This is an optimization exercise on Yosys and OpenROAD, whose aim is small area, not a production implementation.
Only simulation tests tie the RTL to the original design; equivalence was not proved.
Power is estimated from default activity; no workload was simulated.

== run a ==
Design drv_unit, start of the top module:
module drv_unit (
    input  wire        clk,
    input  wire        rst_n,
    input  wire        wr_en,
    input  wire [1:0]  wr_ch,
    input  wire [4:0]  wr_sub,
    input  wire [15:0] wr_data,
    output reg         wr_ack,
    output reg         wr_nak,
    input  wire [1:0]  rd_ch,
    input  wire [4:0]  rd_sub,
    output reg  [31:0] rd_data,
    input  wire [3:0]  flt,
    output wire [3:0]  drv_a,
    output wire [3:0]  drv_b,
    output wire [3:0]  flt_route,
    output wire [3:0]  evt_latched,
    output wire [3:0]  evt_released,
    output wire [3:0]  evt_tripping
);
    wire [3:0]  stopped;
    wire [31:0] rdata [0:3];
    wire [15:0] per_sh [0:3];
    wire [15:0] cmp_sh [0:3];
    wire [15:0] cap_sh [0:3];
    wire [3:0]  capd_sh;
    wire st = stopped[wr_ch];
    reg  refuse;
    always @(*) begin
        case (wr_sub)
            5'h01:   refuse = !st || (wr_data[11:8] != 4'd0) || wr_data[7];
            5'h02:   refuse = (wr_data[15:6] == 10'd0);
            5'h03:   refuse = 1'b0;
            5'h04:   refuse = 1'b0;
            5'h05, 5'h06, 5'h07, 5'h08, 5'h0A:
                     refuse = !st || (wr_data[15:8] != 8'd0);
            5'h09:   refuse = !st || (wr_data[15:4] != 12'd0);
            5'h0B:   refuse = !st || (wr_data == 16'd0);
            5'h15:   refuse = (wr_data != 16'd1);
            5'h17:   refuse = 1'b0;
            5'h18:   refuse = (wr_data[15:1] != 15'd0);
            default: refuse = 1'b1;
        endcase
    end
    wire acc = wr_en && !refuse;
    function ge_c;
        input [16:0] a;
        input [16:0] b;
        input        ci;
        integer n;
        reg c;
        begin
            c = ci;
            for (n = 0; n < 17; n = n + 1)
                c = (a[n] & ~b[n]) | (a[n] & c) | (~b[n] & c);
            ge_c = c;
        end
    endfunction
    wire        is_per = (wr_sub == 5'h02);
    wire        is_cmp = (wr_sub == 5'h03);
    wire [15:0] per_c  = per_sh[wr_ch];
    wire [15:0] cmp_c  = cmp_sh[wr_ch];
    wire [15:0] cap_c  = cap_sh[wr_ch];
    wire        capd_c = capd_sh[wr_ch];
  ...
For scale: about 1400 flip-flops, ~71000 sq um of cells after synthesis.
Settings: LEC_CHECK=0, CAP_MARGIN=20, CORE_MARGIN=2, CORE_UTILIZATION=60, CTS_BUF_LIST=sky130_fd_sc_hd__clkbuf_8, CTS_CLUSTER_DIAMETER=60, CTS_CLUSTER_SIZE=12, PLACE_DENSITY=0.75, SLEW_MARGIN=20; clock period 22.0 ns.
standard.sh (not shown) runs the stock make flow with config.mk's settings and CLKGATE_MAP_FILE= SYNTH_SCRIPT=/design/flow/synth_recipe.tcl, a recipe that flattens the netlist after the stock synthesis.
==> flow/flow/run.sh <==
#!/bin/bash
# Own layout flow: the standard flow (standard.sh, all ORFS steps), with two
# changes in how the layout is made:
#  - Yosys's ABC mapping of the combinational logic uses an area-oriented script
#    (flow/abc_area.script) in place of ORFS's abc_speed.script; register
#    mapping, names and cell types are those of the standard synthesis;
#  - clock tree synthesis uses clkbuf_8 leaf clusters and inserts no dummy
#    loads;
#  - every input and output port still gets its own buffer (buffer_ports), but
#    the buffer is sky130_fd_sc_hd__buf_1.
set -euo pipefail
WORK="$(cd "$(dirname "${BASH_SOURCE[0]}")/.." && pwd)"
cd "$WORK"
rm -rf "$WORK/scripts_area"
cp -r "$FLOW_HOME/scripts" "$WORK/scripts_area"
cp "$WORK/flow/abc_area.script" "$WORK/scripts_area/abc_speed.script"
export CTS_ARGS="-sink_clustering_enable -repair_clock_nets -dont_use_dummy_load -buf_list sky130_fd_sc_hd__clkbuf_8 -sink_clustering_size 12 -sink_clustering_max_diameter 60"
export BUFFER_PORTS_ARGS="-buffer_cell sky130_fd_sc_hd__buf_1"
bash "$WORK/standard.sh" SCRIPTS_DIR="$WORK/scripts_area" finish > "$WORK/standard_flow.log" 2>&1
==> flow/flow/abc_area.script <==
&get -n
&st
&dch -f
&nf -a
&st
&syn2
&dch -f
&nf -a
&st
&syn2
&dch -f
&nf -a
&put
topo
stime -c
Changes in run b relative to run a:
==> flow/run.sh (new file) <==
#!/bin/bash
# synth_recipe.tcl (not shown) runs the flow's synth.tcl, then flattens the netlist and writes it again
# the make line also repeats each setting of config.mk as NAME=value (left out here)
make -C /OpenROAD-flow-scripts/flow DESIGN_CONFIG=/design/flow/config.mk WORK_HOME=/design/flow/orfs CLKGATE_MAP_FILE= SYNTH_SCRIPT=/design/flow/synth_recipe.tcl finish
removed: flow/flow/run.sh
removed: flow/flow/abc_area.script
removed: flow/standard.sh
## What came out
- Going from run a to run b, total core area grew by a few percent.
- Number of multi-input combinational cells, run b vs run a: up by a few percent
- Area share of and/or/nand/nor cells after synthesis: higher on run b
- In the tables for run b and run a, non-clock buffer instance count of the final layout reads lower with run a.
- Relative to run a, number of clock buffers in the layout has gone up in run b.
- Going from run a to run b, layout overhead on the synthesized area shrinks by 0.19 points.
- Run b vs. run a: core utilization of the finished layout fell by 0.19 points; initial cell density of the core about even; post-layout minimum cycle time moved down; total length of routed wires increased by 7.0% relative to the old numbers.

lane 1:
Another version of the RTL of drv_unit (not shown whole).
Size: roughly 7100 cells after synthesis, ~1400 flip-flops, roughly 95 I/O pins, roughly 70000 sq um of cells after synthesis.
==> flow/config.mk <==
export PLATFORM = sky130hd
export DESIGN_NAME = drv_unit
export DESIGN_NICKNAME = drv_unit
export VERILOG_FILES = /design/flow/design.v
export SDC_FILE = /design/flow/constraint.sdc
export NUM_CORES = 4
export LEC_CHECK = 0
export CAP_MARGIN = 20
export CORE_MARGIN = 2
export CORE_UTILIZATION = 60
export CTS_BUF_LIST = sky130_fd_sc_hd__clkbuf_8
export CTS_CLUSTER_DIAMETER = 60
export CTS_CLUSTER_SIZE = 12
export PLACE_DENSITY = 0.75
export SLEW_MARGIN = 20
==> flow/constraint.sdc <==
create_clock -name core_clock -period 22.0 [get_ports {clk}]
set_input_delay 4.4000 -clock core_clock [delete_from_list [all_inputs] [get_ports {clk}]]
set_output_delay 4.4000 -clock core_clock [all_outputs]
set_load 0.01 [all_outputs]
==> flow/flow/run.sh <==
#!/bin/bash
# Own layout flow: the standard flow (standard.sh, all ORFS steps), with three
# changes in how the layout is made:
#  - Yosys's ABC mapping of the combinational logic uses an area-oriented script
#    (flow/abc_area.script) in place of ORFS's abc_speed.script; register
#    mapping, names and cell types are those of the standard synthesis;
#  - clock tree synthesis uses clkbuf_8 leaf clusters and inserts no dummy
#    loads;
#  - every input and output port still gets its own buffer (buffer_ports), but
#    the buffer is sky130_fd_sc_hd__buf_1.
set -euo pipefail
WORK="$(cd "$(dirname "${BASH_SOURCE[0]}")/.." && pwd)"
cd "$WORK"
rm -rf "$WORK/scripts_area"
cp -r "$FLOW_HOME/scripts" "$WORK/scripts_area"
cp "$WORK/flow/abc_area.script" "$WORK/scripts_area/abc_speed.script"
export CTS_ARGS="-sink_clustering_enable -repair_clock_nets -dont_use_dummy_load -buf_list sky130_fd_sc_hd__clkbuf_8 -sink_clustering_size 12 -sink_clustering_max_diameter 60"
export BUFFER_PORTS_ARGS="-buffer_cell sky130_fd_sc_hd__buf_1"
bash "$WORK/standard.sh" SCRIPTS_DIR="$WORK/scripts_area" finish > "$WORK/standard_flow.log" 2>&1
==> flow/flow/abc_area.script <==
&get -n
&st
&dch -f
&nf -a
&st
&syn2
&dch -f
&nf -a
&st
&syn2
&dch -f
&nf -a
&put
topo
stime -c
Lane 1 did not stop at any stage, and its layout met the timing, design-rule and antenna checks.
The inputs of lane 2 differ from those of lane 1 as listed below.
--- a/flow/flow/run.sh
+++ b/flow/flow/run.sh
@@ -6,3 +6,3 @@
 #    mapping, names and cell types are those of the standard synthesis;
-#  - clock tree synthesis uses clkbuf_8 leaf clusters and inserts no dummy
+#  - clock tree synthesis uses clkbuf_4 buffers (clusters of 8 sinks) and inserts no dummy
 #    loads;
@@ -16,3 +16,3 @@
 cp "$WORK/flow/abc_area.script" "$WORK/scripts_area/abc_speed.script"
-export CTS_ARGS="-sink_clustering_enable -repair_clock_nets -dont_use_dummy_load -buf_list sky130_fd_sc_hd__clkbuf_8 -sink_clustering_size 12 -sink_clustering_max_diameter 60"
+export CTS_ARGS="-sink_clustering_enable -repair_clock_nets -dont_use_dummy_load -buf_list sky130_fd_sc_hd__clkbuf_4 -sink_clustering_size 8 -sink_clustering_max_diameter 40"
 export BUFFER_PORTS_ARGS="-buffer_cell sky130_fd_sc_hd__buf_1"
## What came out
Diff lane 1 -> lane 2: routed length on met1 rose by 570 um, share of power burned in the clock network dropped 1.0 points, via count has remained practically unchanged.
Diff lane 1 -> lane 2 | maximum clock frequency | up slightly
Setup slack: lane 2 more than lane 1
Of lane 1 and lane 2, the higher total power after layout belongs to lane 1.
Of lane 1 and lane 2, the run reporting the higher fraction of area in multi-input gates was lane 2.
Going from lane 1 to lane 2, time the worst path needs with I/O delays and setup shrinks by 0.20 ns.

## separate check: timing with driven ports
The flow's constraints put no driver on any port. The routed layouts listed below were extracted and timed again, unchanged, in two steps. Step 1 assumes that a clkbuf_16 drives the clock port and a buf_2 every other input. Step 2, shift: input delay + t, output delay - t, t = (earliest + latest rising clock arrival at the registers) / 2. This alone moves slack from input paths to output paths. Slacks: ideal ports / drivers / drivers and shift; pairs: ideal ports / drivers.
| run | t, ns | slack for setup (ns) | hold WS [ns] | worst register clock-pin slew, ns |
|---|---|---|---|---|
| run a | 1.015 | 1.187 / 1.227 / 0.212 | 0.410 / 0.410 / 0.410 | 0.09 / 0.09 |
| run b | 1.012 | 2.327 / 2.386 / 1.373 | 0.444 / 0.444 / 0.444 | 0.09 / 0.09 |
| lane 1 | 0.977 | 1.351 / 1.389 / 0.413 | 0.441 / 0.441 / 0.441 | 0.09 / 0.09 |
| lane 2 | 1.353 | 1.547 / 1.591 / 0.238 | 0.339 / 0.339 / 0.339 | 0.11 / 0.11 |
After both steps setup and hold are still met in every run listed. The setup slack of lane 2, which loses most, moves by +0.044 ns with the drivers and by -1.309 ns with both steps.
